Context: an optimization exercise on an open-source flow, tuned for small area, a short achievable clock period and few clock cycles. The choices shown serve that exercise and are no tape-out recipe. In this exercise RTL edits were held to simulation tests only and were not proved equivalent to the original.

===== flow/config.mk =====
export PLATFORM = sky130hd
export DESIGN_NAME = ite_cmac
export DESIGN_NICKNAME = ite_cmac
export VERILOG_FILES = /design/flow/design.v
export SDC_FILE = /design/flow/constraint.sdc
export NUM_CORES = 4
export LEC_CHECK = 0
export CAP_MARGIN = 20
export CELL_PAD_IN_SITES_DETAIL_PLACEMENT = 0
export CELL_PAD_IN_SITES_GLOBAL_PLACEMENT = 0
export CORE_MARGIN = 2
export CORE_UTILIZATION = 50
export CTS_CLUSTER_DIAMETER = 60
export CTS_CLUSTER_SIZE = 20
export PLACE_DENSITY = 0.65
export SETUP_SLACK_MARGIN = 4.5
export SLEW_MARGIN = 20
export SYNTH_HIERARCHICAL = 1

===== flow/constraint.sdc =====
create_clock -name core_clock -period 10.0 [get_ports {clk}]
set_input_delay 2.0000 -clock core_clock [delete_from_list [all_inputs] [get_ports {clk}]]
set_output_delay 2.0000 -clock core_clock [all_outputs]
set_load 0.01 [all_outputs]

===== flow/design.v =====
module sbg_xor2 (input wire a, input wire b, output wire y);
    assign y = a ^ b;
endmodule
module sbg_xnor2 (input wire a, input wire b, output wire y);
    assign y = ~(a ^ b);
endmodule
module sbg_nand2 (input wire a, input wire b, output wire y);
    assign y = ~(a & b);
endmodule
module sbg_nand2b (input wire an, input wire b, output wire y);
    assign y = ~(~an & b);
endmodule
module sbg_aoi222 (input wire a, input wire b, input wire c, input wire d,
                   input wire e, input wire f, output wire y);
    assign y = ~((a & b) | (c & d) | (e & f));
endmodule
module xor8 (input wire [7:0] a, input wire [7:0] b, output wire [7:0] y);
    genvar i;
    generate
        for (i = 0; i < 8; i = i + 1) begin : g
            sbg_xor2 u (.a(a[i]), .b(b[i]), .y(y[i]));
        end
    endgenerate
endmodule
module xtime8 (input wire [7:0] a, output wire [7:0] y);
    assign y[0] = a[7];
    sbg_xor2 u1 (.a(a[0]), .b(a[7]), .y(y[1]));
    assign y[2] = a[1];
    sbg_xor2 u3 (.a(a[2]), .b(a[7]), .y(y[3]));
    sbg_xor2 u4 (.a(a[3]), .b(a[7]), .y(y[4]));
    assign y[7:5] = a[6:4];
endmodule
module sbg_aoi22 (input wire a, input wire b, input wire c, input wire d, output wire y);
    assign y = ~((a & b) | (c & d));
endmodule
module sbg_mux2 (input wire a, input wire b, input wire s, output wire y);
    assign y = s ? b : a;
endmodule
module sbg_ao22 (input wire a, input wire b, input wire c, input wire d, output wire y);
    assign y = (a & b) | (c & d);
endmodule
module aes_sbox (
    input  wire [7:0] a,
    output wire [7:0] y
);
    wire U0 = a[7], U1 = a[6], U2 = a[5], U3 = a[4];
    wire U4 = a[3], U5 = a[2], U6 = a[1], U7 = a[0];
    wire T1, T2, T3, T4, T5, T6, T7, T8, T9, T10, T11, T12;
    wire T13, T14, T15, T16, T17, T18, T19, T20, T21, T22, T23, T24;
    wire T25, T26, T27, M1, M2, M3, M4, M5, M6, M7, M8, M9;
    wire M10, M11, M12, M13, M14, M15, M16, M17, M18, M19, M20, M21;
    wire M22, M23, M24, M25, M26, M27, M28, M29, M30, M31, M32, M33;
    wire M34, M35, M36, M37, M38, M39, M40, F1, F2, F3, F4, F5;
    wire F6, F7, F8, F9, F10, F11, F12, F13, F14, F15, F16, F17;
    wire F18, F19, F20, F21, F22, F23, F24, F25, F26, F27, F28, F29;
    wire F30, P0_0, P0_1, P0_2, P0_3, Q0_0, Q0_1, P1_0, P1_1, P1_2, P1_3, Q1_0;
    wire Q1_1, P2_0, P2_1, P2_2, P2_3, Q2_0, Q2_1, P3_0, P3_1, P3_2, P3_3, Q3_0;
    wire Q3_1, P4_0, P4_1, P4_2, P4_3, Q4_0, Q4_1, P5_0, P5_1, P5_2, P5_3, Q5_0;
    wire Q5_1, P6_0, P6_1, P6_2, P6_3, Q6_0, Q6_1, P7_0, P7_1, P7_2, P7_3, Q7_0;
    wire Q7_1;
    sbg_xor2 g_T1 (.a(U0), .b(U3), .y(T1));
    sbg_xor2 g_T2 (.a(U0), .b(U5), .y(T2));
    sbg_xor2 g_T3 (.a(U0), .b(U6), .y(T3));
    sbg_xor2 g_T4 (.a(U3), .b(U5), .y(T4));
    sbg_xor2 g_T5 (.a(U4), .b(U6), .y(T5));
    sbg_xor2 g_T6 (.a(T1), .b(T5), .y(T6));
    sbg_xor2 g_T7 (.a(U1), .b(U2), .y(T7));
    sbg_xor2 g_T8 (.a(U7), .b(T6), .y(T8));
    sbg_xor2 g_T9 (.a(U7), .b(T7), .y(T9));
    sbg_xor2 g_T10 (.a(T6), .b(T7), .y(T10));
    sbg_xor2 g_T11 (.a(U1), .b(U5), .y(T11));
    sbg_xor2 g_T12 (.a(U2), .b(U5), .y(T12));
    sbg_xor2 g_T13 (.a(T3), .b(T4), .y(T13));
    sbg_xor2 g_T14 (.a(T6), .b(T11), .y(T14));
    sbg_xor2 g_T15 (.a(T5), .b(T11), .y(T15));
    sbg_xor2 g_T16 (.a(T5), .b(T12), .y(T16));
    sbg_xor2 g_T17 (.a(T9), .b(T16), .y(T17));
    sbg_xor2 g_T18 (.a(U3), .b(U7), .y(T18));
    sbg_xor2 g_T19 (.a(T7), .b(T18), .y(T19));
    sbg_xor2 g_T20 (.a(T1), .b(T19), .y(T20));
    sbg_xor2 g_T21 (.a(U6), .b(U7), .y(T21));
    sbg_xor2 g_T22 (.a(T7), .b(T21), .y(T22));
    sbg_xor2 g_T23 (.a(T2), .b(T22), .y(T23));
    sbg_xor2 g_T24 (.a(T2), .b(T10), .y(T24));
    sbg_xor2 g_T25 (.a(T20), .b(T17), .y(T25));
    sbg_xor2 g_T26 (.a(T3), .b(T16), .y(T26));
    sbg_xor2 g_T27 (.a(T1), .b(T12), .y(T27));
    sbg_nand2 g_M1 (.a(T13), .b(T6), .y(M1));
    sbg_nand2 g_M2 (.a(T23), .b(T8), .y(M2));
    sbg_xnor2 g_M3 (.a(T14), .b(M1), .y(M3));
    sbg_nand2 g_M4 (.a(T19), .b(U7), .y(M4));
    sbg_xor2 g_M5 (.a(M4), .b(M1), .y(M5));
    sbg_nand2 g_M6 (.a(T3), .b(T16), .y(M6));
    sbg_nand2 g_M7 (.a(T22), .b(T9), .y(M7));
    sbg_xnor2 g_M8 (.a(T26), .b(M6), .y(M8));
    sbg_nand2 g_M9 (.a(T20), .b(T17), .y(M9));
    sbg_xor2 g_M10 (.a(M9), .b(M6), .y(M10));
    sbg_nand2 g_M11 (.a(T1), .b(T15), .y(M11));
    sbg_nand2 g_M12 (.a(T4), .b(T27), .y(M12));
    sbg_xor2 g_M13 (.a(M12), .b(M11), .y(M13));
    sbg_nand2 g_M14 (.a(T2), .b(T10), .y(M14));
    sbg_xor2 g_M15 (.a(M14), .b(M11), .y(M15));
    sbg_xnor2 g_M16 (.a(M3), .b(M2), .y(M16));
    sbg_xor2 g_M17 (.a(M5), .b(T24), .y(M17));
    sbg_xnor2 g_M18 (.a(M8), .b(M7), .y(M18));
    sbg_xor2 g_M19 (.a(M10), .b(M15), .y(M19));
    sbg_xor2 g_M20 (.a(M16), .b(M13), .y(M20));
    sbg_xor2 g_M21 (.a(M17), .b(M15), .y(M21));
    sbg_xor2 g_M22 (.a(M18), .b(M13), .y(M22));
    sbg_xor2 g_M23 (.a(M19), .b(T25), .y(M23));
    sbg_xor2 g_M24 (.a(M22), .b(M23), .y(M24));
    sbg_nand2 g_M25 (.a(M22), .b(M20), .y(M25));
    sbg_xnor2 g_M26 (.a(M21), .b(M25), .y(M26));
    sbg_xor2 g_M27 (.a(M20), .b(M21), .y(M27));
    sbg_xnor2 g_M28 (.a(M23), .b(M25), .y(M28));
    sbg_nand2 g_M29 (.a(M28), .b(M27), .y(M29));
    sbg_nand2 g_M30 (.a(M26), .b(M24), .y(M30));
    sbg_nand2 g_M31 (.a(M20), .b(M23), .y(M31));
    sbg_nand2b g_M32 (.an(M31), .b(M27), .y(M32));
    sbg_xnor2 g_M33 (.a(M27), .b(M25), .y(M33));
    sbg_nand2 g_M34 (.a(M21), .b(M22), .y(M34));
    sbg_nand2b g_M35 (.an(M34), .b(M24), .y(M35));
    sbg_xnor2 g_M36 (.a(M24), .b(M25), .y(M36));
    sbg_xnor2 g_M37 (.a(M21), .b(M29), .y(M37));
    sbg_xnor2 g_M38 (.a(M32), .b(M33), .y(M38));
    sbg_xnor2 g_M39 (.a(M23), .b(M30), .y(M39));
    sbg_xnor2 g_M40 (.a(M35), .b(M36), .y(M40));
    sbg_xor2 g_F1 (.a(U0), .b(U2), .y(F1));
    sbg_xor2 g_F2 (.a(U1), .b(U3), .y(F2));
    sbg_xor2 g_F3 (.a(U2), .b(U3), .y(F3));
    sbg_xor2 g_F4 (.a(U0), .b(U4), .y(F4));
    sbg_xor2 g_F5 (.a(U0), .b(F2), .y(F5));
    sbg_xor2 g_F6 (.a(T7), .b(F4), .y(F6));
    sbg_xor2 g_F7 (.a(U1), .b(T12), .y(F7));
    sbg_xor2 g_F8 (.a(T2), .b(T7), .y(F8));
    sbg_xor2 g_F9 (.a(T5), .b(F1), .y(F9));
    sbg_xor2 g_F10 (.a(T5), .b(F2), .y(F10));
    sbg_xor2 g_F11 (.a(T2), .b(T5), .y(F11));
    sbg_xor2 g_F12 (.a(U7), .b(T11), .y(F12));
    sbg_xor2 g_F13 (.a(U3), .b(T21), .y(F13));
    sbg_xor2 g_F14 (.a(T12), .b(T21), .y(F14));
    sbg_xor2 g_F15 (.a(T4), .b(F6), .y(F15));
    sbg_xor2 g_F16 (.a(T6), .b(F6), .y(F16));
    sbg_xor2 g_F17 (.a(U0), .b(F10), .y(F17));
    sbg_xor2 g_F18 (.a(T6), .b(F7), .y(F18));
    sbg_xor2 g_F19 (.a(U7), .b(F5), .y(F19));
    sbg_xor2 g_F20 (.a(U5), .b(T19), .y(F20));
    sbg_xor2 g_F21 (.a(T6), .b(F14), .y(F21));
    sbg_xor2 g_F22 (.a(F10), .b(F14), .y(F22));
    sbg_xor2 g_F23 (.a(T9), .b(F9), .y(F23));
    sbg_xor2 g_F24 (.a(U7), .b(F10), .y(F24));
    sbg_xor2 g_F25 (.a(T19), .b(F9), .y(F25));
    sbg_xor2 g_F26 (.a(U1), .b(F14), .y(F26));
    sbg_xor2 g_F27 (.a(U7), .b(T13), .y(F27));
    sbg_xor2 g_F28 (.a(T9), .b(F11), .y(F28));
    sbg_xor2 g_F29 (.a(F10), .b(F12), .y(F29));
    sbg_xor2 g_F30 (.a(U0), .b(F22), .y(F30));
    sbg_nand2 g_P0_0 (.a(M37), .b(F26), .y(P0_0));
    sbg_nand2 g_P0_1 (.a(M38), .b(F25), .y(P0_1));
    sbg_nand2 g_P0_2 (.a(M39), .b(F29), .y(P0_2));
    sbg_nand2 g_P0_3 (.a(M40), .b(F11), .y(P0_3));
    sbg_xor2 g_Q0_0 (.a(P0_0), .b(P0_1), .y(Q0_0));
    sbg_xor2 g_Q0_1 (.a(P0_2), .b(P0_3), .y(Q0_1));
    sbg_xnor2 g_y0 (.a(Q0_0), .b(Q0_1), .y(y[0]));
    sbg_nand2 g_P1_0 (.a(M37), .b(F30), .y(P1_0));
    sbg_nand2 g_P1_1 (.a(M38), .b(F17), .y(P1_1));
    sbg_nand2 g_P1_2 (.a(M39), .b(F3), .y(P1_2));
    sbg_nand2 g_P1_3 (.a(M40), .b(F10), .y(P1_3));
    sbg_xor2 g_Q1_0 (.a(P1_0), .b(P1_1), .y(Q1_0));
    sbg_xor2 g_Q1_1 (.a(P1_2), .b(P1_3), .y(Q1_1));
    sbg_xnor2 g_y1 (.a(Q1_0), .b(Q1_1), .y(y[1]));
    sbg_nand2 g_P2_0 (.a(M37), .b(F22), .y(P2_0));
    sbg_nand2 g_P2_1 (.a(M38), .b(F27), .y(P2_1));
    sbg_nand2 g_P2_2 (.a(M39), .b(F17), .y(P2_2));
    sbg_nand2 g_P2_3 (.a(M40), .b(F14), .y(P2_3));
    sbg_xor2 g_Q2_0 (.a(P2_0), .b(P2_1), .y(Q2_0));
    sbg_xor2 g_Q2_1 (.a(P2_2), .b(P2_3), .y(Q2_1));
    sbg_xor2 g_y2 (.a(Q2_0), .b(Q2_1), .y(y[2]));
    sbg_nand2 g_P3_0 (.a(M37), .b(F23), .y(P3_0));
    sbg_nand2 g_P3_1 (.a(M38), .b(F20), .y(P3_1));
    sbg_nand2 g_P3_2 (.a(M39), .b(F13), .y(P3_2));
    sbg_nand2 g_P3_3 (.a(M40), .b(F18), .y(P3_3));
    sbg_xor2 g_Q3_0 (.a(P3_0), .b(P3_1), .y(Q3_0));
    sbg_xor2 g_Q3_1 (.a(P3_2), .b(P3_3), .y(Q3_1));
    sbg_xor2 g_y3 (.a(Q3_0), .b(Q3_1), .y(y[3]));
    sbg_nand2 g_P4_0 (.a(M37), .b(F9), .y(P4_0));
    sbg_nand2 g_P4_1 (.a(M38), .b(F24), .y(P4_1));
    sbg_nand2 g_P4_2 (.a(M39), .b(F4), .y(P4_2));
    sbg_nand2 g_P4_3 (.a(M40), .b(F7), .y(P4_3));
    sbg_xor2 g_Q4_0 (.a(P4_0), .b(P4_1), .y(Q4_0));
    sbg_xor2 g_Q4_1 (.a(P4_2), .b(P4_3), .y(Q4_1));
    sbg_xor2 g_y4 (.a(Q4_0), .b(Q4_1), .y(y[4]));
    sbg_nand2 g_P5_0 (.a(M37), .b(F21), .y(P5_0));
    sbg_nand2 g_P5_1 (.a(M38), .b(F15), .y(P5_1));
    sbg_nand2 g_P5_2 (.a(M39), .b(F12), .y(P5_2));
    sbg_nand2 g_P5_3 (.a(M40), .b(F8), .y(P5_3));
    sbg_xor2 g_Q5_0 (.a(P5_0), .b(P5_1), .y(Q5_0));
    sbg_xor2 g_Q5_1 (.a(P5_2), .b(P5_3), .y(Q5_1));
    sbg_xnor2 g_y5 (.a(Q5_0), .b(Q5_1), .y(y[5]));
    sbg_nand2 g_P6_0 (.a(M37), .b(T24), .y(P6_0));
    sbg_nand2 g_P6_1 (.a(M38), .b(F1), .y(P6_1));
    sbg_nand2 g_P6_2 (.a(M39), .b(F16), .y(P6_2));
    sbg_nand2 g_P6_3 (.a(M40), .b(F5), .y(P6_3));
    sbg_xor2 g_Q6_0 (.a(P6_0), .b(P6_1), .y(Q6_0));
    sbg_xor2 g_Q6_1 (.a(P6_2), .b(P6_3), .y(Q6_1));
    sbg_xnor2 g_y6 (.a(Q6_0), .b(Q6_1), .y(y[6]));
    sbg_nand2 g_P7_0 (.a(M37), .b(F2), .y(P7_0));
    sbg_nand2 g_P7_1 (.a(M38), .b(F28), .y(P7_1));
    sbg_nand2 g_P7_2 (.a(M39), .b(F6), .y(P7_2));
    sbg_nand2 g_P7_3 (.a(M40), .b(F19), .y(P7_3));
    sbg_xor2 g_Q7_0 (.a(P7_0), .b(P7_1), .y(Q7_0));
    sbg_xor2 g_Q7_1 (.a(P7_2), .b(P7_3), .y(Q7_1));
    sbg_xor2 g_y7 (.a(Q7_0), .b(Q7_1), .y(y[7]));
endmodule
module sbg_a21oi (input wire a, input wire b, input wire c, output wire y);
    assign y = ~((a & b) | c);
endmodule
module ite_cmac (
    input  wire         clk,
    input  wire         rst,
    output reg          ready,
    input  wire         key_load,
    input  wire [255:0] key,
    output reg          kcv_valid,
    output wire [23:0]  kcv,
    input  wire         msg_start,
    input  wire [15:0]  tenant,
    input  wire [15:0]  ns,
    input  wire [63:0]  lba,
    input  wire [31:0]  zgen,
    input  wire [31:0]  key_id,
    input  wire         blk_valid,
    output reg          blk_ready,
    input  wire [127:0] blk_data,
    output reg          tag_valid,
    output wire [127:0] tag
);
    localparam [1:0] K_L   = 2'd0,     
                     K_KCV = 2'd1,     
                     K_MSG = 2'd2;     
    reg          busy;         
    reg          waiting;      
    reg          kstart;       
    reg          kcap;         
    reg          k1start;      
    reg  [1:0]   kind;
    reg  [3:0]   rnd;          
    reg          last;         
    reg  [8:0]   blk;          
    reg  [127:0] state;        
    reg  [255:0] key_r;        
    reg  [255:0] kw;           
    reg  [127:0] k1;           
    reg  [31:0]  kid;          
    function [7:0] xtime;
        input [7:0] b;
        xtime = {b[6:0], 1'b0} ^ (b[7] ? 8'h1b : 8'h00);
    endfunction
    function [15:0] le16;
        input [15:0] v;
        le16 = {v[7:0], v[15:8]};
    endfunction
    function [31:0] le32;
        input [31:0] v;
        le32 = {v[7:0], v[15:8], v[23:16], v[31:24]};
    endfunction
    function [63:0] le64;
        input [63:0] v;
        le64 = {le32(v[31:0]), le32(v[63:32])};
    endfunction
    genvar g;
    wire [31:0] kw_last = kw[31:0];
    wire [31:0] kw_sub;
    aes_sbox u_ks0 (.a(kw_last[31:24]), .y(kw_sub[31:24]));
    aes_sbox u_ks1 (.a(kw_last[23:16]), .y(kw_sub[23:16]));
    aes_sbox u_ks2 (.a(kw_last[15:8]),  .y(kw_sub[15:8]));
    aes_sbox u_ks3 (.a(kw_last[7:0]),   .y(kw_sub[7:0]));
    reg [7:0] rcon;
    always @(*) begin
        case (rnd[3:1])
            3'd0:    rcon = 8'h01;    
            3'd1:    rcon = 8'h02;    
            3'd2:    rcon = 8'h04;
            3'd3:    rcon = 8'h08;
            3'd4:    rcon = 8'h10;
            3'd5:    rcon = 8'h20;
            default: rcon = 8'h40;    
        endcase
    end
    wire [31:0] kt  = rnd[0] ? ({kw_sub[23:0], kw_sub[31:24]} ^ {rcon, 24'h0}) : kw_sub;
    wire [31:0] p1  = kw[255:224] ^ kw[223:192];
    wire [31:0] p2  = p1 ^ kw[191:160];
    wire [31:0] p3  = p2 ^ kw[159:128];
    wire [127:0] kw_nx;
    generate
        for (g = 0; g < 32; g = g + 1) begin : g_nw
            sbg_xor2 u_n0 (.a(kw[224+g]), .b(kt[g]), .y(kw_nx[96+g]));
            sbg_xor2 u_n1 (.a(p1[g]),     .b(kt[g]), .y(kw_nx[64+g]));
            sbg_xor2 u_n2 (.a(p2[g]),     .b(kt[g]), .y(kw_nx[32+g]));
            sbg_xor2 u_n3 (.a(p3[g]),     .b(kt[g]), .y(kw_nx[g]));
        end
    endgenerate
    wire [127:0] rk_cur = kw[127:0];
    wire [127:0] rk0    = key_r[255:128];
    wire [127:0] sb;
    generate
        for (g = 0; g < 16; g = g + 1) begin : g_sb
            aes_sbox u_sb (.a(state[127-8*g -: 8]), .y(sb[127-8*g -: 8]));
        end
    endgenerate
    wire [127:0] sr;
    genvar c, r;
    generate
        for (c = 0; c < 4; c = c + 1) begin : g_sr_c
            for (r = 0; r < 4; r = r + 1) begin : g_sr_r
                assign sr[127-8*(4*c+r) -: 8] = sb[127-8*(4*((c+r)%4)+r) -: 8];
            end
        end
    endgenerate
    wire [127:0] mc;
    generate
        for (c = 0; c < 4; c = c + 1) begin : g_mc
            wire [7:0] a0 = sr[127-32*c    -: 8];
            wire [7:0] a1 = sr[127-32*c-8  -: 8];
            wire [7:0] a2 = sr[127-32*c-16 -: 8];
            wire [7:0] a3 = sr[127-32*c-24 -: 8];
            wire [7:0] s01, s12, s23, s30, u0, u1, u2, u3, x0, x1, x2, x3;
            xor8   u_s01 (.a(a0), .b(a1), .y(s01));
            xor8   u_s12 (.a(a1), .b(a2), .y(s12));
            xor8   u_s23 (.a(a2), .b(a3), .y(s23));
            xor8   u_s30 (.a(a3), .b(a0), .y(s30));
            xor8   u_u0  (.a(a1), .b(s23), .y(u0));
            xor8   u_u1  (.a(a2), .b(s30), .y(u1));
            xor8   u_u2  (.a(a3), .b(s01), .y(u2));
            xor8   u_u3  (.a(a0), .b(s12), .y(u3));
            xtime8 u_x0  (.a(s01), .y(x0));
            xtime8 u_x1  (.a(s12), .y(x1));
            xtime8 u_x2  (.a(s23), .y(x2));
            xtime8 u_x3  (.a(s30), .y(x3));
            xor8   u_m0  (.a(u0), .b(x0), .y(mc[127-32*c    -: 8]));
            xor8   u_m1  (.a(u1), .b(x1), .y(mc[127-32*c-8  -: 8]));
            xor8   u_m2  (.a(u2), .b(x2), .y(mc[127-32*c-16 -: 8]));
            xor8   u_m3  (.a(u3), .b(x3), .y(mc[127-32*c-24 -: 8]));
        end
    endgenerate
    wire [127:0] hdr0 = {le16(tenant), le16(ns), le64(lba), le32(zgen)};
    wire [127:0] hdr1 = {le32(kid), 96'h0};
    wire msg_blk_end = busy && last && (kind == K_MSG);
    wire want_data   = waiting || (msg_blk_end && (blk != 9'd0) && (blk != 9'd257));
    wire take_data   = want_data && blk_valid;
    wire take_hdr1   = msg_blk_end && (blk == 9'd0);
    wire take_hdr0   = ready && !key_load && msg_start;
    wire last_data   = (blk == 9'd256);    
    wire         x_en   = ready || take_hdr1 || want_data || kstart || k1start;
    wire         k1_sel = k1start || (want_data && last_data);
    wire         w_en   = !want_data || blk_valid;
    wire         sel_mc = busy && !last;
    wire         sel_sr = busy && last;
    wire [127:0] n_rk, n_rk0, n_k1, n_in, w_1, w_x, n_w, z_add;
    wire [127:0] y_t, y_n, state_nx;
    generate
        for (g = 0; g < 128; g = g + 1) begin : g_nx
            sbg_nand2 u_a (.a(busy),   .b(rk_cur[g]), .y(n_rk[g]));
            sbg_nand2 u_b (.a(x_en),   .b(rk0[g]),    .y(n_rk0[g]));
            sbg_nand2 u_c (.a(k1_sel), .b(k1[g]),     .y(n_k1[g]));
            sbg_xor2  u_w1 (.a(n_rk0[g]), .b(n_k1[g]), .y(w_1[g]));
            if (g >= 96) begin : g_h1
                sbg_aoi222 u_d (.a(ready), .b(hdr0[g]), .c(want_data), .d(blk_data[g]),
                                .e(take_hdr1), .f(hdr1[g]), .y(n_in[g]));
                sbg_xnor2  u_w2 (.a(w_1[g]), .b(n_in[g]), .y(w_x[g]));
            end else begin : g_h0
                sbg_ao22   u_d (.a(ready), .b(hdr0[g]), .c(want_data), .d(blk_data[g]),
                                .y(n_in[g]));
                sbg_xor2   u_w2 (.a(w_1[g]), .b(n_in[g]), .y(w_x[g]));
            end
            sbg_nand2  u_g (.a(w_en), .b(w_x[g]), .y(n_w[g]));
            sbg_xor2   u_z (.a(n_rk[g]), .b(n_w[g]), .y(z_add[g]));
            sbg_ao22   u_t (.a(sel_sr), .b(sr[g]), .c(waiting), .d(state[g]), .y(y_t[g]));
            sbg_a21oi  u_y (.a(sel_mc), .b(mc[g]), .c(y_t[g]), .y(y_n[g]));
            sbg_xnor2  u_n (.a(y_n[g]), .b(z_add[g]), .y(state_nx[g]));
        end
    endgenerate
    wire kw_reload = !busy || last;
    wire kw_keep   = !kw_reload;
    wire [127:0] L_dbl = {state[126:0], 1'b0} ^ (state[127] ? 128'h87 : 128'h0);
    wire [255:0] kw_in = {kw[127:0], kw_nx};
    wire [255:0] kw_d;
    generate
        for (g = 0; g < 256; g = g + 1) begin : g_kw
            sbg_ao22 u_m (.a(kw_in[g]), .b(kw_keep), .c(key_r[g]), .d(kw_reload), .y(kw_d[g]));
        end
    endgenerate
    assign tag = state;
    assign kcv = {state[111:104], state[119:112], state[127:120]};
    always @(posedge clk) begin
        state <= state_nx;
        kw    <= kw_d;
        if (ready && key_load) key_r <= key;
        if (ready) kid <= key_id;
        if (kcap) k1 <= L_dbl;
    end
    always @(posedge clk) begin
        if (rst) begin
            ready     <= 1'b1;
            busy      <= 1'b0;
            waiting   <= 1'b0;
            kstart    <= 1'b0;
            kcap      <= 1'b0;
            k1start   <= 1'b0;
            kind      <= K_L;
            rnd       <= 4'd1;
            last      <= 1'b0;
            blk       <= 9'd0;
            blk_ready <= 1'b0;
            kcv_valid <= 1'b0;
            tag_valid <= 1'b0;
        end else begin
            kcv_valid <= 1'b0;
            tag_valid <= 1'b0;
            kstart    <= 1'b0;
            kcap      <= 1'b0;
            k1start   <= kcap;
            if (ready && key_load) begin
                ready  <= 1'b0;
                kstart <= 1'b1;
            end else if (take_hdr0) begin
                ready <= 1'b0;
                busy  <= 1'b1;
                kind  <= K_MSG;
                blk   <= 9'd0;
                rnd   <= 4'd1;
                last  <= 1'b0;
            end
            if (kstart || k1start) begin
                busy <= 1'b1;
                kind <= kstart ? K_L : K_KCV;
                rnd  <= 4'd1;
                last <= 1'b0;
            end
            if (waiting && blk_valid) begin
                waiting   <= 1'b0;
                blk       <= blk + 9'd1;
                blk_ready <= 1'b0;
                busy      <= 1'b1;
                rnd       <= 4'd1;
                last      <= 1'b0;
            end
            if (busy) begin
                if (!last) begin
                    rnd  <= rnd + 4'd1;
                    last <= (rnd == 4'd13);
                    if (rnd == 4'd13 && kind == K_MSG && blk != 9'd0 && blk != 9'd257)
                        blk_ready <= 1'b1;
                end else begin
                    rnd  <= 4'd1;
                    last <= 1'b0;
                    case (kind)
                        K_L: begin
                            busy <= 1'b0;
                            kcap <= 1'b1;
                        end
                        K_KCV: begin
                            busy      <= 1'b0;
                            kcv_valid <= 1'b1;
                            ready     <= 1'b1;
                        end
                        default: begin
                            if (blk == 9'd257) begin
                                busy      <= 1'b0;
                                tag_valid <= 1'b1;
                                ready     <= 1'b1;
                            end else begin
                                if (blk == 9'd0) begin
                                    blk <= 9'd1;
                                end else if (blk_valid) begin
                                    blk       <= blk + 9'd1;
                                    blk_ready <= 1'b0;
                                end else begin
                                    busy    <= 1'b0;
                                    waiting <= 1'b1;
                                end
                            end
                        end
                    endcase
                end
            end
        end
    end
endmodule

===== flow/flow/run.sh =====
#!/bin/bash
set -o pipefail
export BUFFER_PORTS_ARGS="-buffer_cell sky130_fd_sc_hd__buf_1"
bash standard.sh finish > standard_flow.log 2>&1
status=$?
echo "standard.sh exit status $status"
exit $status

===== flow/standard.sh =====
#!/bin/bash
# synth_recipe.tcl (not shown) runs the flow's synth.tcl, then flattens the netlist and writes it again
# the make line also repeats each setting of config.mk as NAME=value (left out here)
make -C /OpenROAD-flow-scripts/flow DESIGN_CONFIG=/design/flow/config.mk WORK_HOME=/design/flow/orfs CLKGATE_MAP_FILE= SYNTH_SCRIPT=/design/flow/synth_recipe.tcl "${@:-finish}"

==> qor.yml, run 1 <==
yosys:
  synth_warnings: 7
  synth-edff-count: 416
  synthArstFlopShare: 0
  syn_area_per_cell_sq_um: 9.59
  ys.flop_type: "edfxtp_1"
  synthDistinctLibCells: 54
  ys_seq_area_frac: 0.325
  netlist_area_sq_um: 63700
  ys_seq_elements: 825
  synth_cells: 6647
  synth_fp_nets: 7201
placed_design:
  numPortBuffers: 704
  place.detailed.hpwl_microns: 174000
  routabilityCongestion: 0.972
  place_ws_ps: 2720
floorplanning:
  core_area_sq_um: 126000
  die_h_microns: 361
  die_x_microns: 361
  ios: 705
  start_util: 0.505
  dieArea_sq_um: 130000
  num_rows: 130
clock_tree:
  clockBufferDepth: 3
  clockRootBuffer: "clkbuf_16"
  numClockSinks: 825
  tritoncts: "yes"
  clk_pin_slew_ps: 70
  h-tree-depth: 3
  insertion_delay_ps: 720
  numCtsBuffers: 91
worst_setup_path:
  worst-path-buf-inv: 1
  setup.worst_path.end_class: "flop"
  critPathSlowestCell: "dfxtp_4"
  arrival_ps: 5910
  path_max_fanout: 11
  required_ps: 10580
  worstSetupStartpointType: "flop"
  path_delay_family: "XOR/XNOR gates"
  max_stage_delay_ps: 540
  path_class: "flop to flop"
  path_common_cell: "xor2_2"
  cp_cell_sequence: "xor2_4 -> xor2_4 -> xor2_1 -> nand2_1 -> xor2_2 -> xor2_1 -> xor2_2 -> buf_4 -> xnor2_1 -> nand2_1 -> xnor2_4 -> nand2_1 -> xor2_1 -> xor2_2 -> xor2_2 -> xor2_1 -> xor2_2 -> a21oi_2 -> xnor2_1"
global_routing:
  grt_use_total: 0.346
  antenna_found_initial: 12
  grt_start_max_net_pins: 202
  grt_pass1_wl_microns: 333000
  grt_pass1_vias: 48200
  gr-total-overflow: 0
route:
  drt_wl_total_microns: 234000
  ant_nets: 0
  vias: 50600
  drt_iter0_drc: 4924
  drt-wirelength-per-cell_microns: 25.4
  dr.pass1.iters: 8
  via_per_inst: 5.51
  drc_errors: 0
run:
  cap_violations: 0
sta:
  setup_viol_count_final: 0
  setup-tns-final_ps: 0
  finalHoldViolations: 0
  worstMarginPinSlew_ps: 1100
  fin_crit_ps: 5330
  rsz0062_at_grt: "yes"
  fmax_mhz: 187
  fin_crit_sh: 0.533
  fin_ws_ps: 4670
  timing.slew.headroom: 0.267
  drv_slew: 0
  fin_skew_ps: 32.8
hold_path:
  holdCritPathClass: "flop to flop"
layout:
  layout-drive-gt1-share: 0.148
  fin_nets: 8012
  area_growth_pct: 20.9
run_status:
  status: "no timing/DRC/antenna violations"
==> worst reg2reg max path, stage by stage (launching register included) <==
cell and delay, ps:
dfxtp_4 540, xor2_4 300, xor2_4 350, xor2_1 250, nand2_1 130, xor2_2 260, xor2_1 290, xor2_2 310
buf_4 180, xnor2_1 120, nand2_1 160, xnor2_4 350, nand2_1 120, xor2_1 250, xor2_2 280, xor2_2 340
xor2_1 270, xor2_2 410, a21oi_2 130, xnor2_1 160
==> state kept, by name, summed over array words and instances, names as in the netlist <==
| register | count |
|---|---|
| state | 128 |
| kind | 2 |
| blk_ready | 1 |
| key_r | 256 |
| kstart | 1 |
| k1 | 128 |
| kcv_valid | 1 |
| kcap | 1 |
| blk | 9 |
| ready | 1 |
| rnd | 4 |
| k1start | 1 |
| last | 1 |
| tag_valid | 1 |
| kw | 256 |
| busy | 1 |
| waiting | 1 |
| kid | 32 |
==> Yosys stat by module (local to each module, per instance), excerpt <==
module / area [sq um] / cells inside
sbg_ao22: 8.76 / 1
ite_cmac: 24100 / 1283
sbg_a21oi: 8.76 / 1
sbg_nand2b: 6.26 / 1
sbg_nand2: 3.75 / 1
xtime8: 37.5 / 5
sbg_xor2: 8.76 / 1
==> routing by layer <==
| metal | share of wire | up-vias | track usage |
|---|---|---|---|
| met5 | 0.000034 | - | 0 |
| li1 | - | 23100 | - |
| met3 | 0.083 | 316 | 0.0566 |
| met4 | 0.047 | 2 | 0.140 |
| met1 | 0.43 | 25000 | 0.489 |
| met2 | 0.44 | 2184 | 0.526 |
==> cells in the final DEF, fill, tap and decap left out, drive strengths merged, types with 2 or more instances in the layout <==
cell	count
a211oi	3
a21o	3
a21oi	147
a222oi	32
a22o	480
a31oi	3
and2	5
and3	5
buf	959
bufinv	3
clkbuf	100
clkinv	29
clkinvlp	2
dfxtp	409
edfxtp	416
ha	5
inv	49
mux2	25
mux2i	2
nand2	1448
nand2b	45
nand3	5
nand3b	3
nand4	3
nor2	23
nor2b	4
nor3	9
nor3b	2
nor4	5
o2111ai	2
o211ai	2
o21ai	11
xnor2	487
xor2	2796
==> Yosys cell counts (2+ instances only) <==
cell,count,share of area
a222oi_1,32,0.0050
xnor2_1,487,0.067
nor3b_1,2,0.00024
o2111ai_1,2,0.00027
a22o_1,480,0.066
a31oi_1,3,0.00029
mux2_2,25,0.0044
clkbuf_1,10,0.00059
nor2_1,23,0.0014
nor3_1,9,0.00071
a21oi_1,19,0.0015
and2_1,5,0.00049
dfxtp_1,409,0.13
buf_4,230,0.027
a21oi_2,128,0.018
o21ai_0,10,0.00079
nand2b_1,45,0.0044
mux2i_1,2,0.00031
nor4_1,4,0.00039
nand3b_1,3,0.00035
o211ai_1,2,0.00024
and3_1,4,0.00039
xor2_1,2796,0.38
nand2_1,1447,0.085
a211oi_1,3,0.00035
nand3_1,5,0.00039
nand4_1,2,0.00020
a21o_1,3,0.00035
nor2b_1,4,0.00039
edfxtp_1,416,0.20
ha_1,5,0.00098
inv_1,10,0.00059
==> final cells by class <==
class / count / area, sq um
Tap cell: 1650 / 2060
Clock inverter: 71 / 986
Multi-Input combinational cell: 5569 / 45900
Antenna cell: 1 / 2.50
Timing Repair Buffer: 959 / 4740
Inverter: 12 / 73.8
Fill cell: 10700 / 49000
Clock buffer: 100 / 2390
Sequential cell: 825 / 20900
==> stage by stage <==
stage / hold slack (ps) / instances / util / instance area [sq um]
2_1_floorplan: 436 / 6647 / - / 63800
3_3_place_gp: 440 / 8840 / 0.535 / 67400
3_5_place_dp: 440 / 8840 / 0.535 / 67400
4_1_cts: 444 / 9039 / 0.587 / 74000
5_1_grt: 451 / 9186 / 0.611 / 77100
6_report: 459 / 9187 / 0.611 / 77100
==> final timing paths <==
path,from,cells past startpoint,slack [ps],end
worst max-delay path,state[23],19,4670,state[47]
worst min-delay path,key_r[113],1,460,kw[113]
worst max register to register,state[23],19,4670,state[47]
worst min register to register,key_r[113],1,460,kw[113]
==> kinds of logic (layout without fill, tap and decap cells) <==
logic type | Yosys count | after routing | synth area share
buffers and inverters | 253 | 1142 | 0.0286
AND/OR/NAND/NOR | 1563 | 1563 | 0.0963
XOR/XNOR | 3283 | 3283 | 0.451
multiplexers | 27 | 27 | 0.00473
adder cells (fa/ha/maj) | 5 | 5 | 0.000982
AO/OA/AOI/OAI | 691 | 691 | 0.0936
flip-flops | 825 | 825 | 0.325
other | 0 | 1 | 0
==> repair_timing <==
| action | CTS | global route |
|---|---|---|
| hold buffers | 0 | 0 |
| buffers inserted | 28 | 145 |
| gates resized for setup | 442 | 240 |
| endpoints found under the setup margin | 256 | 247 |
| pin swaps | 26 | 88 |
Testbench counts, summed over its fixed seeds: cycles 115,872.
==> inputs of run 2 (changes only) <==
--- a/flow/config.mk
+++ b/flow/config.mk
@@ -12,7 +12,7 @@
 export CORE_UTILIZATION = 50
 export CTS_CLUSTER_DIAMETER = 60
 export CTS_CLUSTER_SIZE = 20
-export PLACE_DENSITY = 0.65
+export PLACE_DENSITY = 0.75
 export SETUP_SLACK_MARGIN = 4.5
 export SLEW_MARGIN = 20
 export SYNTH_HIERARCHICAL = 1
==> qor.yml, run 2 <==
yosys:
  synth_area_leaders: "xor2_1, edfxtp_1, dfxtp_1"
  syn_area_per_cell_sq_um: 9.59
  synthDistinctLibCells: 54
  synth_warnings: 7
  yosys.area_share.simple: 0.0963
  ys.flop_type: "edfxtp_1"
  synth_compound_area_frac: 0.0936
  ys_seq_area_frac: 0.325
  synthArstFlopShare: 0
  synth-edff-count: 416
  synth_common_cells: "xor2_1, nand2_1, xnor2_1"
  synth_fp_nets: 7201
  netlist.area_leader.share: 0.384
  synth_most_common_cell: "xor2_1"
  synth_fa_ha_area_frac: 0.000982
  netlist_area_sq_um: 63700
  synth_top_family_by_area: "XOR/XNOR gates"
  yosysTopAreaCell: "xor2_1"
  synthMuxAreaShare: 0.00473
  ys_seq_elements: 825
  synthXorXnorAreaFrac: 0.451
  synth_cells: 6647
floorplanning:
  ios: 705
  die_h_microns: 361
  core_area_sq_um: 126000
  num_rows: 130
  start_util: 0.505
  die_x_microns: 361
  dieArea_sq_um: 130000
placed_design:
  place.detailed.hpwl_microns: 173000
  numPortBuffers: 704
  routabilityCongestion: 0.976
  dpl_cell_area_sq_um: 67300
route:
  wl_met3_microns: 23600
  vias: 51100
  drt-wirelength-per-cell_microns: 25.7
  drt_iter0_drc: 5225
  drc_errors: 0
  met1_length_microns: 95200
  wl_met2_microns: 104000
  ant_nets: 0
  drt_wl_total_microns: 235000
  top_layer_used: "met5"
  dr.pass1.iters: 8
  via_per_inst: 5.59
sta:
  setup-tns-final_ps: 0
  fin_crit_sh: 0.540
  finalHoldViolations: 0
  fmax_mhz: 185
  fin_skew_ps: 47.1
  rsz0062_at_grt: "yes"
  fin_crit_ps: 5400
  drv_slew: 0
  setup_viol_count_final: 0
  hold-worst-slack_ps: 450
  timing.slew.headroom: 0.214
  worstMarginPinSlew_ps: 1180
worst_setup_path:
  worstSetupStartpointType: "flop"
  critical_path_cell_count: 16
  arrival_ps: 6080
  crit_path_start: "kw[14]"
  path_common_cell: "xor2_1"
  required_ps: 10680
  reg2regPathDepth: 16
  cp_cell_sequence: "xor2_2 -> xor2_2 -> xor2_1 -> nand2_1 -> xor2_1 -> xor2_1 -> xor2_2 -> xor2_1 -> nand2b_1 -> xnor2_2 -> nand2_1 -> xor2_1 -> xnor2_2 -> mux2_2 -> xor2_2 -> a22o_1"
  path_max_fanout: 8
  path_class: "flop to flop"
  setup.worst_path.end_class: "flop"
  path_delay_family: "XOR/XNOR gates"
  r2r-start: "kw[14]"
  worst-path-buf-inv: 0
  r2r_slack_ps: 4600
  critPathSlowestCell: "dfxtp_1"
  max_stage_delay_ps: 610
  rr_endpoint: "kw[118]"
  crit_end: "kw[118]"
clock_tree:
  insertion_delay_ps: 760
  tritoncts: "yes"
  clockRootBuffer: "clkbuf_16"
  numClockSinks: 825
  h-tree-depth: 3
  clk_pin_slew_ps: 80
  clockBufferDepth: 3
  cts_hold_buf: 0
  numCtsBuffers: 92
layout:
  layout-drive-gt1-share: 0.142
  final_cell_mix: "xor2_1, nand2_1, buf_1"
  layout.cells.most_common: "xor2_1"
  fin_util: 0.609
  fin_nets: 7963
  reg_top3: "key_r (256), kw (256)"
  design_area_sq_um: 76800
  final-seq-area_sq_um: 20900
  multi_input_area_sq_um: 46000
  area_growth_pct: 20.6
  fillers: 10500
global_routing:
  grt_start_max_net_pins: 165
  grt_use_total: 0.344
  antenna_found_initial: 7
  gr-total-overflow: 0
  grt_pass1_vias: 49000
  grt_pass1_wl_microns: 332000
hold_path:
  holdCritPathClass: "flop to flop"
run:
  cap_violations: 0
run_status:
  status: "no timing/DRC/antenna violations"
-- run 2: cell counts after synthesis --
Identical to the previous run, type by type.
-- run 2: logic make-up (layout without fill, tap and decap cells) --
| family | Yosys count | count (layout) |
|---|---|---|
| xor+xnor | 3283 | 3283 |
| simple gates | 1563 | 1563 |
| flops | 825 | 825 |
| compound gates | 691 | 692 |
| buf+inv | 253 | 1094 |
| mux | 27 | 27 |
| fa+ha+maj | 5 | 5 |
| other cells | 0 | 5 |
-- run 2: metal layers --
layer | global-route usage | up-vias
li1 | - | 23000
met1 | 0.467 | 25000
met2 | 0.526 | 2614
met3 | 0.0730 | 464
met4 | 0.155 | 8
met5 | 0 | -
-- run 2: cell type report --
type                            count  share of cell area
Sequential cell                   825               0.272
Clock buffer                       99              0.0313
Antenna cell                        5            0.000163
Tap cell                         1650              0.0269
Timing Repair Buffer              908              0.0568
Multi-Input combinational cell   5570               0.599
Inverter                           12            0.000831
Clock inverter                     75              0.0135
-- run 2: timing repair --
| action | 4_1_cts | 5_1_grt |
|---|---|---|
| setup buffers | 23 | 111 |
| endpoints found under the setup margin | 256 | 256 |
| cloned | 0 | 1 |
| gates resized for setup | 427 | 255 |
| pin swaps | 14 | 72 |
-- run 2: Yosys stat by module, one instance, submodules excluded, a selection --
module	cells inside	copies in the design	flip-flops and latches
ite_cmac	1283	1	825
sbg_a21oi	1	128	0
sbg_ao22	1	480	0
sbg_aoi222	1	32	0
sbg_nand2	1	1432	0
sbg_nand2b	1	40	0
sbg_xnor2	1	480	0
sbg_xor2	1	2692	0
xtime8	5	16	0
-- run 2: worst register-to-register path, delay by kind of cell (launching register included) --
| kind | cells | cell delay (ps) |
|---|---|---|
| xor gates and xnor gates | 11 | 3660 |
| DFF | 1 | 610 |
| muxes | 1 | 480 |
| and+or+nand+nor | 3 | 370 |
| AOI/OAI and AO/OA | 1 | 220 |
-- run 2: per-stage QoR --
| step | cells | setup WS [ps] |
|---|---|---|
| floorplan | 6647 | 4770 |
| global placement | 8829 | 2830 |
| detailed placement | 8830 | 2900 |
| CTS | 9027 | 4380 |
| global route | 9140 | 4350 |
| finish | 9144 | 4600 |
-- run 2: worst min path at each step --
| stage | startpoint | slack [ps] | cells past startpoint | to |
|---|---|---|---|---|
| floorplan | key_r[0] | 440 | 1 | kw[0] |
| global placement | key_r[77] | 440 | 1 | kw[77] |
| detailed placement | key_r[127] | 440 | 1 | kw[127] |
| CTS | key_r[32] | 450 | 1 | kw[32] |
| global route | key_r[68] | 470 | 1 | kw[68] |
| finish | key_r[32] | 450 | 1 | kw[32] |
==> inputs of run 3 (changes only) <==
--- a/flow/config.mk
+++ b/flow/config.mk
@@ -9,10 +9,10 @@
 export CELL_PAD_IN_SITES_DETAIL_PLACEMENT = 0
 export CELL_PAD_IN_SITES_GLOBAL_PLACEMENT = 0
 export CORE_MARGIN = 2
-export CORE_UTILIZATION = 50
+export CORE_UTILIZATION = 40
 export CTS_CLUSTER_DIAMETER = 60
 export CTS_CLUSTER_SIZE = 20
-export PLACE_DENSITY = 0.75
+export PLACE_DENSITY = 0.55
 export SETUP_SLACK_MARGIN = 4.5
 export SLEW_MARGIN = 20
 export SYNTH_HIERARCHICAL = 1
==> qor.yml, run 3 <==
clock_tree:
  tritoncts: "yes"
  numClockSinks: 825
  h-tree-depth: 3
  clockBufferDepth: 3
  cts_hold_buf: 0
  clk_pin_slew_ps: 70
  clockRootBuffer: "clkbuf_16"
  insertion_delay_ps: 800
  numCtsBuffers: 102
worst_setup_path:
  arrival_ps: 5970
  r2r_slack_ps: 4650
  crit_path_start: "state[95]"
  reg2regPathDepth: 20
  crit_end: "state[92]"
  rr_endpoint: "state[92]"
  setup.worst_path.end_class: "flop"
  path_max_fanout: 11
  required_ps: 10620
  path_class: "flop to flop"
  r2r-start: "state[95]"
  worstSetupStartpointType: "flop"
route:
  vias: 49800
  top_layer_used: "met5"
  met1_length_microns: 111000
  drt_iter0_drc: 4240
  drt-wirelength-per-cell_microns: 25.9
  via_per_inst: 5.18
  drc_errors: 0
  ant_nets: 0
  dr.pass1.iters: 8
  drt_wl_total_microns: 249000
  wl_met3_microns: 15600
  wl_met2_microns: 112000
layout:
  layout.cells.most_common: "xor2_1"
  fin_nets: 7997
  area_growth_pct: 22.4
  multi_input_area_sq_um: 46200
  final-seq-area_sq_um: 20900
  fillers: 14900
  layout-drive-gt1-share: 0.151
  reg_top3: "key_r (256), kw (256)"
  final_cell_mix: "xor2_1, nand2_1, buf_1"
sta:
  worstMarginPinSlew_ps: 1080
  fin_crit_sh: 0.535
  drv_slew: 0
  fin_skew_ps: 55.3
  setup-tns-final_ps: 0
  rsz0062_at_grt: "yes"
  timing.slew.headroom: 0.275
  fin_ws_ps: 4650
  fin_crit_ps: 5350
  finalHoldViolations: 0
  fmax_mhz: 187
  setup_viol_count_final: 0
yosys:
  synth-edff-count: 416
  ys_seq_area_frac: 0.325
  synth_common_cells: "xor2_1, nand2_1, xnor2_1"
  synth_cells: 6647
  synth_most_common_cell: "xor2_1"
  yosysTopAreaCell: "xor2_1"
  netlist_area_sq_um: 63700
  synthArstFlopShare: 0
  netlist.area_leader.share: 0.384
  synth_fp_nets: 7201
  ys_seq_elements: 825
  ys.flop_type: "edfxtp_1"
  synthDistinctLibCells: 54
  syn_area_per_cell_sq_um: 9.59
  synth_warnings: 7
  synth_area_leaders: "xor2_1, edfxtp_1, dfxtp_1"
floorplanning:
  dieArea_sq_um: 163000
  core_area_sq_um: 158000
  num_rows: 146
  ios: 705
  die_h_microns: 403
  start_util: 0.403
  die_x_microns: 403
global_routing:
  grt_pass1_vias: 48400
  gr-total-overflow: 0
  grt_start_max_net_pins: 211
  grt_pass1_wl_microns: 347000
  grt_use_total: 0.294
  antenna_found_initial: 11
run:
  cap_violations: 0
placed_design:
  place.detailed.hpwl_microns: 188000
  place_ws_ps: 2740
  numPortBuffers: 704
  routabilityCongestion: 0.935
hold_path:
  holdCritPathClass: "flop to flop"
run_status:
  status: "no timing/DRC/antenna violations"
-- run 3: cell counts after synthesis --
Identical to the previous run, type by type.
-- run 3: per-module statistics from Yosys (local to each module, per instance), excerpt --
| module | cells | flip-flops and latches |
|---|---|---|
| xtime8 | 5 | 0 |
| sbg_nand2b | 1 | 0 |
| sbg_a21oi | 1 | 0 |
| sbg_xor2 | 1 | 0 |
| sbg_aoi222 | 1 | 0 |
| sbg_ao22 | 1 | 0 |
| ite_cmac | 1283 | 825 |
| sbg_xnor2 | 1 | 0 |
| sbg_nand2 | 1 | 0 |
-- run 3: how the worst min path moves through the flow --
stage	depth (start not counted)	endpoint	slack, ps	from
floorplan	1	kw[0]	440	key_r[0]
global placement	1	kw[99]	440	key_r[99]
detailed placement	1	kw[77]	440	key_r[77]
CTS	1	kw[74]	450	key_r[74]
global route	1	kw[112]	470	key_r[112]
finish	1	kw[74]	450	key_r[74]
-- run 3: area by class of cell --
class	count	share of cell area
multi-input cells	5569	0.593
diodes	4	0.000128
clock inverters	84	0.0132
repair buffers	933	0.0575
inverters	12	0.000946
flip-flops and latches	825	0.268
clock buffers	110	0.0345
well taps	2072	0.0332
-- run 3: logic make-up (layout without fill, tap and decap cells) --
logic type,count (synthesis),after routing,synth area share
flip-flops,825,825,0.325
other,0,4,0
AO/OA/AOI/OAI,691,691,0.0936
XOR/XNOR,3283,3283,0.451
adder cells (fa/ha/maj),5,5,0.000982
buffers and inverters,253,1139,0.0286
multiplexers,27,27,0.00473
AND/OR/NAND/NOR,1563,1563,0.0963
-- run 3: stage by stage --
stage	cell area, sq um	cells	hold slack (ps)	util
final	78000	9609	451	0.493
after global routing	78000	9607	473	0.493
after CTS	75000	9478	455	0.474
after detailed placement	67900	9255	441	0.429
after global placement	67900	9255	440	0.429
after floorplan	63800	6647	436	-
-- run 3: per-layer routing --
| metal | up-vias | global-route usage |
|---|---|---|
| met4 | 8 | 0.106 |
| met2 | 1724 | 0.461 |
| met1 | 24600 | 0.409 |
| li1 | 23100 | - |
| met5 | - | 0 |
| met3 | 301 | 0.0453 |
-- run 3: what timing repair did --
action	CTS	global route
pin swaps	32	81
gates resized for setup	462	257
setup endpoints to repair	256	253
setup buffers	29	127
endpoints found under the hold margin	0	0
-- run 3: worst max-delay path, cell delays in order (launching register included) --
cell     delay [ps]
dfxtp_1         310
buf_4           260
xor2_2          320
xor2_2          220
xor2_1          240
nand2_1         100
xor2_1          330
xor2_1          260
xor2_2          270
xor2_1          310
nand2_1         200
xnor2_4         370
nand2_1         110
xor2_1          330
xor2_4          200
buf_12          160
xor2_4          270
xor2_1          210
xor2_1          410
a21oi_2         100
xnor2_1         140
==> inputs of run 4 (changes only) <==
==> flow/config.mk (replaced) <==
export PLATFORM = sky130hd
export DESIGN_NAME = ite_cmac
export DESIGN_NICKNAME = ite_cmac
export VERILOG_FILES = /design/flow/design.v
export SDC_FILE = /design/flow/constraint.sdc
export NUM_CORES = 4
export LEC_CHECK = 0
export CAP_MARGIN = 5
export CELL_PAD_IN_SITES_DETAIL_PLACEMENT = 0
export CELL_PAD_IN_SITES_GLOBAL_PLACEMENT = 0
export CORE_MARGIN = 2
export CORE_UTILIZATION = 50
export CTS_CLUSTER_DIAMETER = 60
export CTS_CLUSTER_SIZE = 20
export PLACE_DENSITY = 0.65
export SETUP_SLACK_MARGIN = 4.5
export SLEW_MARGIN = 5
export SYNTH_HIERARCHICAL = 1
==> qor.yml, run 4 <==
run_status:
  status: "no timing/DRC/antenna violations"
yosys:
  ys.flop_type: "edfxtp_1"
  synth-edff-count: 416
  netlist.area_leader.share: 0.384
  synth_top_family_by_area: "XOR/XNOR gates"
  ys_seq_area_frac: 0.325
  synth_common_cells: "xor2_1, nand2_1, xnor2_1"
  synthXorXnorAreaFrac: 0.451
  syn_area_per_cell_sq_um: 9.59
  synthMuxAreaShare: 0.00473
  yosysTopAreaCell: "xor2_1"
  netlist_area_sq_um: 63700
  synth_fa_ha_area_frac: 0.000982
  synth_area_leaders: "xor2_1, edfxtp_1, dfxtp_1"
  ys_seq_elements: 825
  synth_most_common_cell: "xor2_1"
  yosys.area_share.simple: 0.0963
  synthArstFlopShare: 0
  synth_compound_area_frac: 0.0936
  synth_warnings: 7
  synth_fp_nets: 7201
  synthDistinctLibCells: 54
  synth_cells: 6647
worst_setup_path:
  arrival_ps: 5890
  path_class: "flop to flop"
  path_common_cell: "xor2_1"
  max_stage_delay_ps: 540
  critPathSlowestCell: "dfxtp_4"
  worstSetupStartpointType: "flop"
  cp_cell_sequence: "xor2_4 -> xor2_4 -> xor2_1 -> nand2_1 -> xor2_2 -> xor2_1 -> xor2_2 -> buf_4 -> xnor2_1 -> nand2_1 -> xnor2_4 -> nand2_1 -> xor2_1 -> xor2_2 -> xor2_1 -> xor2_1 -> xor2_2 -> a21oi_2 -> xnor2_1"
  required_ps: 10580
  path_max_fanout: 11
  path_delay_family: "XOR/XNOR gates"
  worst-path-buf-inv: 1
  setup.worst_path.end_class: "flop"
global_routing:
  grt_start_max_net_pins: 202
  globalRouteMet1Util: 0.489
  grt_pass1_wl_microns: 333000
  met3_usage: 0.0566
  busiest_layer: "met2"
  grtUsageMet2: 0.526
  gr-total-overflow: 0
  antenna_found_initial: 13
  grt_pass1_vias: 48200
  grt_use_total: 0.346
floorplanning:
  dieArea_sq_um: 130000
  die_h_microns: 361
  ios: 705
  core_area_sq_um: 126000
  num_rows: 130
  die_x_microns: 361
  start_util: 0.505
clock_tree:
  clockRootBuffer: "clkbuf_16"
  tritoncts: "yes"
  h-tree-depth: 3
  clk_pin_slew_ps: 80
  numClockSinks: 825
  clockBufferDepth: 3
  numCtsBuffers: 91
  insertion_delay_ps: 730
route:
  via_per_inst: 5.51
  drt-wirelength-per-cell_microns: 25.5
  drt_wl_total_microns: 234000
  vias: 50700
  drc_errors: 0
  drt_iter0_drc: 4946
  dr.pass1.iters: 6
  ant_nets: 0
sta:
  drv_slew: 0
  fmax_mhz: 188
  finalHoldViolations: 0
  fin_crit_sh: 0.531
  setup_viol_count_final: 0
  hold-worst-slack_ps: 459
  setup-tns-final_ps: 0
  worstMarginPinSlew_ps: 1160
  rsz0062_at_grt: "yes"
  timing.slew.headroom: 0.222
  fin_skew_ps: 36.4
  fin_crit_ps: 5310
placed_design:
  routabilityCongestion: 0.972
  place.detailed.hpwl_microns: 174000
  numPortBuffers: 704
run:
  cap_violations: 0
layout:
  fin_nets: 8015
  layout-drive-gt1-share: 0.149
  area_growth_pct: 21.0
  layout.cells.most_common: "xor2_1"
  reg_top3: "key_r (256), kw (256)"
  final-seq-area_sq_um: 20900
  multi_input_area_sq_um: 45900
  fillers: 10700
  final_cell_mix: "xor2_1, nand2_1, buf_1"
hold_path:
  holdCritPathClass: "flop to flop"
## run 4: cell count changes in the layout (fill, tap and decap cells not counted), moves of 9 or more
cell	change
inv_6	-15
xnor2_1	+11
xnor2_4	-9
clkbuf_16	-12
buf_4	+24
## run 4: repair_timing
action | in CTS | in global routing
setup endpoints to repair | 256 | 249
pin swaps | 26 | 89
gates resized for setup | 442 | 242
hold buffers | 0 | 0
buffers inserted | 28 | 150
## run 4: path summary, 6_finish.rpt
| path | start | end | slack (ps) | depth (start not counted) |
|---|---|---|---|---|
| worst max-delay path | state[23] | state[44] | 4690 | 19 |
| worst min-delay path | key_r[26] | kw[26] | 460 | 1 |
| worst max register to register | state[23] | state[44] | 4690 | 19 |
| worst min register to register | key_r[26] | kw[26] | 460 | 1 |
## run 4: per-stage QoR
stage	area [sq um]	setup WS, ps	std cells	utilization
CTS	74000	4430	9039	0.587
global route	77100	4420	9189	0.611
detailed placement	67400	2720	8840	0.535
finish	77100	4690	9190	0.612
floorplan	63800	4770	6647	-
global placement	67400	2490	8840	0.535
## run 4: logic make-up after synthesis
logic type,after synthesis
XOR/XNOR,3283
AND/OR/NAND/NOR,1563
flip-flops,825
AO/OA/AOI/OAI,691
buffers and inverters,253
multiplexers,27
adder cells (fa/ha/maj),5
## run 4: final cells by class
type,count,share of cell area
multi-input cells,5569,0.596
flip-flops and latches,825,0.271
repair buffers,962,0.0616
clock buffers,100,0.0311
well taps,1650,0.0268
clock inverters,71,0.0128
inverters,12,0.000958
diodes,1,0.0000325
## run 4: metal layers
metal / routed length [microns] / vias to the layer above / part of all wire
li1: - / 23100 / -
met1: 101000 / 25100 / 0.43
met2: 103000 / 2149 / 0.44
met3: 19100 / 327 / 0.082
met4: 11100 / 4 / 0.048
met5: 21 / - / 0.000090
## run 4: Yosys stat by module (local to each module, per instance), a selection
module      flip-flops and latches  cells
ite_cmac                       825   1283
sbg_a21oi                        0      1
sbg_ao22                         0      1
sbg_aoi222                       0      1
sbg_nand2                        0      1
sbg_nand2b                       0      1
sbg_xnor2                        0      1
sbg_xor2                         0      1
xtime8                           0      5
==> inputs of run 5 (changes only) <==
==> flow/config.mk (replaced) <==
export PLATFORM = sky130hd
export DESIGN_NAME = ite_cmac
export DESIGN_NICKNAME = ite_cmac
export VERILOG_FILES = /design/flow/design.v
export SDC_FILE = /design/flow/constraint.sdc
export NUM_CORES = 4
export LEC_CHECK = 0
export CAP_MARGIN = 20
export CELL_PAD_IN_SITES_DETAIL_PLACEMENT = 0
export CELL_PAD_IN_SITES_GLOBAL_PLACEMENT = 0
export CORE_MARGIN = 2
export CORE_UTILIZATION = 50
export PLACE_DENSITY = 0.65
export SETUP_SLACK_MARGIN = 4.5
export SLEW_MARGIN = 20
export SYNTH_HIERARCHICAL = 1
==> qor.yml, run 5 <==
placed_design:
  placed_cells: 8840
  place.detailed.hpwl_microns: 174000
  numPortBuffers: 704
  routabilityCongestion: 0.972
floorplanning:
  dieArea_sq_um: 130000
  die_h_microns: 361
  ios: 705
  num_rows: 130
  start_util: 0.505
  core_area_sq_um: 126000
  die_x_microns: 361
global_routing:
  grt_start_max_net_pins: 202
  globalRouteMet1Util: 0.487
  met3_usage: 0.0614
  gr-total-overflow: 0
  grt_pass1_wl_microns: 334000
  grtUsageMet2: 0.526
  busiest_layer: "met2"
  grt_pass1_vias: 48400
  antenna_found_initial: 11
  grt_use_total: 0.348
sta:
  fin_crit_sh: 0.540
  hold-worst-slack_ps: 451
  setup_viol_count_final: 0
  setup-tns-final_ps: 0
  rsz0062_at_grt: "yes"
  worstMarginPinSlew_ps: 1250
  finalHoldViolations: 0
  fmax_mhz: 185
  timing.slew.headroom: 0.165
  drv_slew: 0
  fin_crit_ps: 5400
  fin_skew_ps: 34.1
worst_setup_path:
  r2r_slack_ps: 4600
  path_max_fanout: 11
  required_ps: 10600
  crit_path_start: "state[23]"
  crit_end: "state[44]"
  rr_endpoint: "state[44]"
  worstSetupStartpointType: "flop"
  setup.worst_path.end_class: "flop"
  reg2regPathDepth: 18
  arrival_ps: 6000
  path_class: "flop to flop"
  r2r-start: "state[23]"
route:
  ant_nets: 0
  drt_iter0_drc: 4838
  dr.pass1.iters: 9
  drc_errors: 0
  drt_wl_total_microns: 235000
  drt-wirelength-per-cell_microns: 25.6
  via_per_inst: 5.51
  vias: 50500
layout:
  stdcell_count: 9169
  final_cell_mix: "xor2_1, nand2_1, buf_1"
  area_growth_pct: 20.4
  final-seq-area_sq_um: 20900
  multi_input_area_sq_um: 46000
  layout.cells.most_common: "xor2_1"
  fin_nets: 7988
  layout-drive-gt1-share: 0.143
  fillers: 10800
  reg_top3: "key_r (256), kw (256)"
yosys:
  syn_area_per_cell_sq_um: 9.59
  ys.flop_type: "edfxtp_1"
  netlist.area_leader.share: 0.384
  netlist_area_sq_um: 63700
  ys_seq_elements: 825
  synthDistinctLibCells: 54
  synthArstFlopShare: 0
  synth_common_cells: "xor2_1, nand2_1, xnor2_1"
  synth_area_leaders: "xor2_1, edfxtp_1, dfxtp_1"
  synth-edff-count: 416
  ys_seq_area_frac: 0.325
  synth_warnings: 7
  synth_most_common_cell: "xor2_1"
  yosysTopAreaCell: "xor2_1"
  synth_fp_nets: 7201
  synth_cells: 6647
clock_tree:
  numCtsBuffers: 95
  clockRootBuffer: "clkbuf_16"
  h-tree-depth: 3
  numClockSinks: 825
  clockBufferDepth: 3
  tritoncts: "yes"
  clk_pin_slew_ps: 60
  insertion_delay_ps: 740
run_status:
  status: "no timing/DRC/antenna violations"
hold_path:
  holdCritPathClass: "flop to flop"
run:
  cap_violations: 0
==> run 5: cell counts after synthesis <==
Identical to the previous run, type by type.
==> run 5: through the flow <==
step	cell area, sq um	worst slack [ps]	util
2_1_floorplan	63800	4770	-
3_3_place_gp	67400	2490	0.535
3_5_place_dp	67400	2720	0.535
4_1_cts	73800	4470	0.585
5_1_grt	76700	4380	0.609
6_report	76700	4600	0.609
==> run 5: how the worst min path moves through the flow <==
stage,startpoint,to,slack [ps],cells past startpoint
finish,key_r[55],kw[55],450,1
global route,key_r[55],kw[55],460,1
CTS,key_r[55],kw[55],450,1
detailed placement,key_r[67],kw[67],440,1
global placement,key_r[55],kw[55],440,1
floorplan,key_r[0],kw[0],440,1
==> run 5: modules after synthesis (local to each module, per instance), a selection <==
module      cells  flip-flops and latches
ite_cmac     1283                     825
xtime8          5                       0
sbg_aoi222      1                       0
sbg_a21oi       1                       0
sbg_ao22        1                       0
sbg_xnor2       1                       0
sbg_xor2        1                       0
sbg_nand2b      1                       0
sbg_nand2       1                       0
==> run 5: logic make-up (layout without fill, tap and decap cells) <==
kind of cell | Yosys count | in the layout | synth area share
XOR/XNOR | 3283 | 3283 | 0.451
buffers and inverters | 253 | 1123 | 0.0286
other | 0 | 2 | 0
AO/OA/AOI/OAI | 691 | 691 | 0.0936
multiplexers | 27 | 27 | 0.00473
adder cells (fa/ha/maj) | 5 | 5 | 0.000982
flip-flops | 825 | 825 | 0.325
AND/OR/NAND/NOR | 1563 | 1563 | 0.0963
==> run 5: worst max-delay path, cell delays in order, from the launching register on <==
cell      delay (ps)
dfxtp_4          530
xor2_4           290
xor2_4           350
xor2_1           250
nand2_1          140
xor2_2           260
xor2_1           270
xor2_2           270
xor2_1           310
nand2b_1         190
xnor2_4          340
nand2_1          120
xor2_1           260
xor2_2           300
xor2_1           290
xor2_1           380
xor2_2           410
a21oi_2          120
xnor2_1          150
==> run 5: area by class of cell <==
type | count | share of cell area
Multi-Input combinational cell | 5569 | 0.600
Antenna cell | 2 | 0.0000652
Inverter | 12 | 0.000962
Clock inverter | 52 | 0.00708
Clock buffer | 128 | 0.0345
Tap cell | 1650 | 0.0269
Sequential cell | 825 | 0.272
Timing Repair Buffer | 931 | 0.0587
==> run 5: timing repair <==
action	4_1_cts	5_1_grt
setup buffers	28	119
resized for setup	439	253
setup endpoints to repair	256	251
endpoints found under the hold margin	0	0
pin swaps	29	75
hold buffers	0	0
==> run 5: per-layer routing <==
metal,part of all wire,wire [microns]
met5,0.000094,22
met4,0.048,11200
met3,0.084,19700
met2,0.44,103000
met1,0.43,100000

==> static timing again, ports no longer ideal <==
In the flow no input, the clock included, has a driving cell. The finished layouts below were timed again as built, in two steps.
Step 1: set_driving_cell puts a clkbuf_16 on clk and a buf_2 on each other input, an assumption about the parent block.
Step 2 times the ports against the registers' clock, not the clock port: input delays grow and output delays shrink by t, the midpoint of the rising clock arrivals with the driver on.
a / b / c = ideal / step 1 / step 2; a / b = the first two.
run	t, ns	slack for setup (ns)	worst slew at a driven data input, ns
run 1	0.792	4.666 / 4.666 / 4.666	0.18
run 2	0.818	4.596 / 4.596 / 4.596	0.33
run 3	0.855	4.650 / 4.650 / 4.650	0.17
run 4	0.793	4.689 / 4.689 / 4.689	0.17
run 5	0.810	4.600 / 4.600 / 4.600	0.18
After both steps every run listed still meets setup and hold.
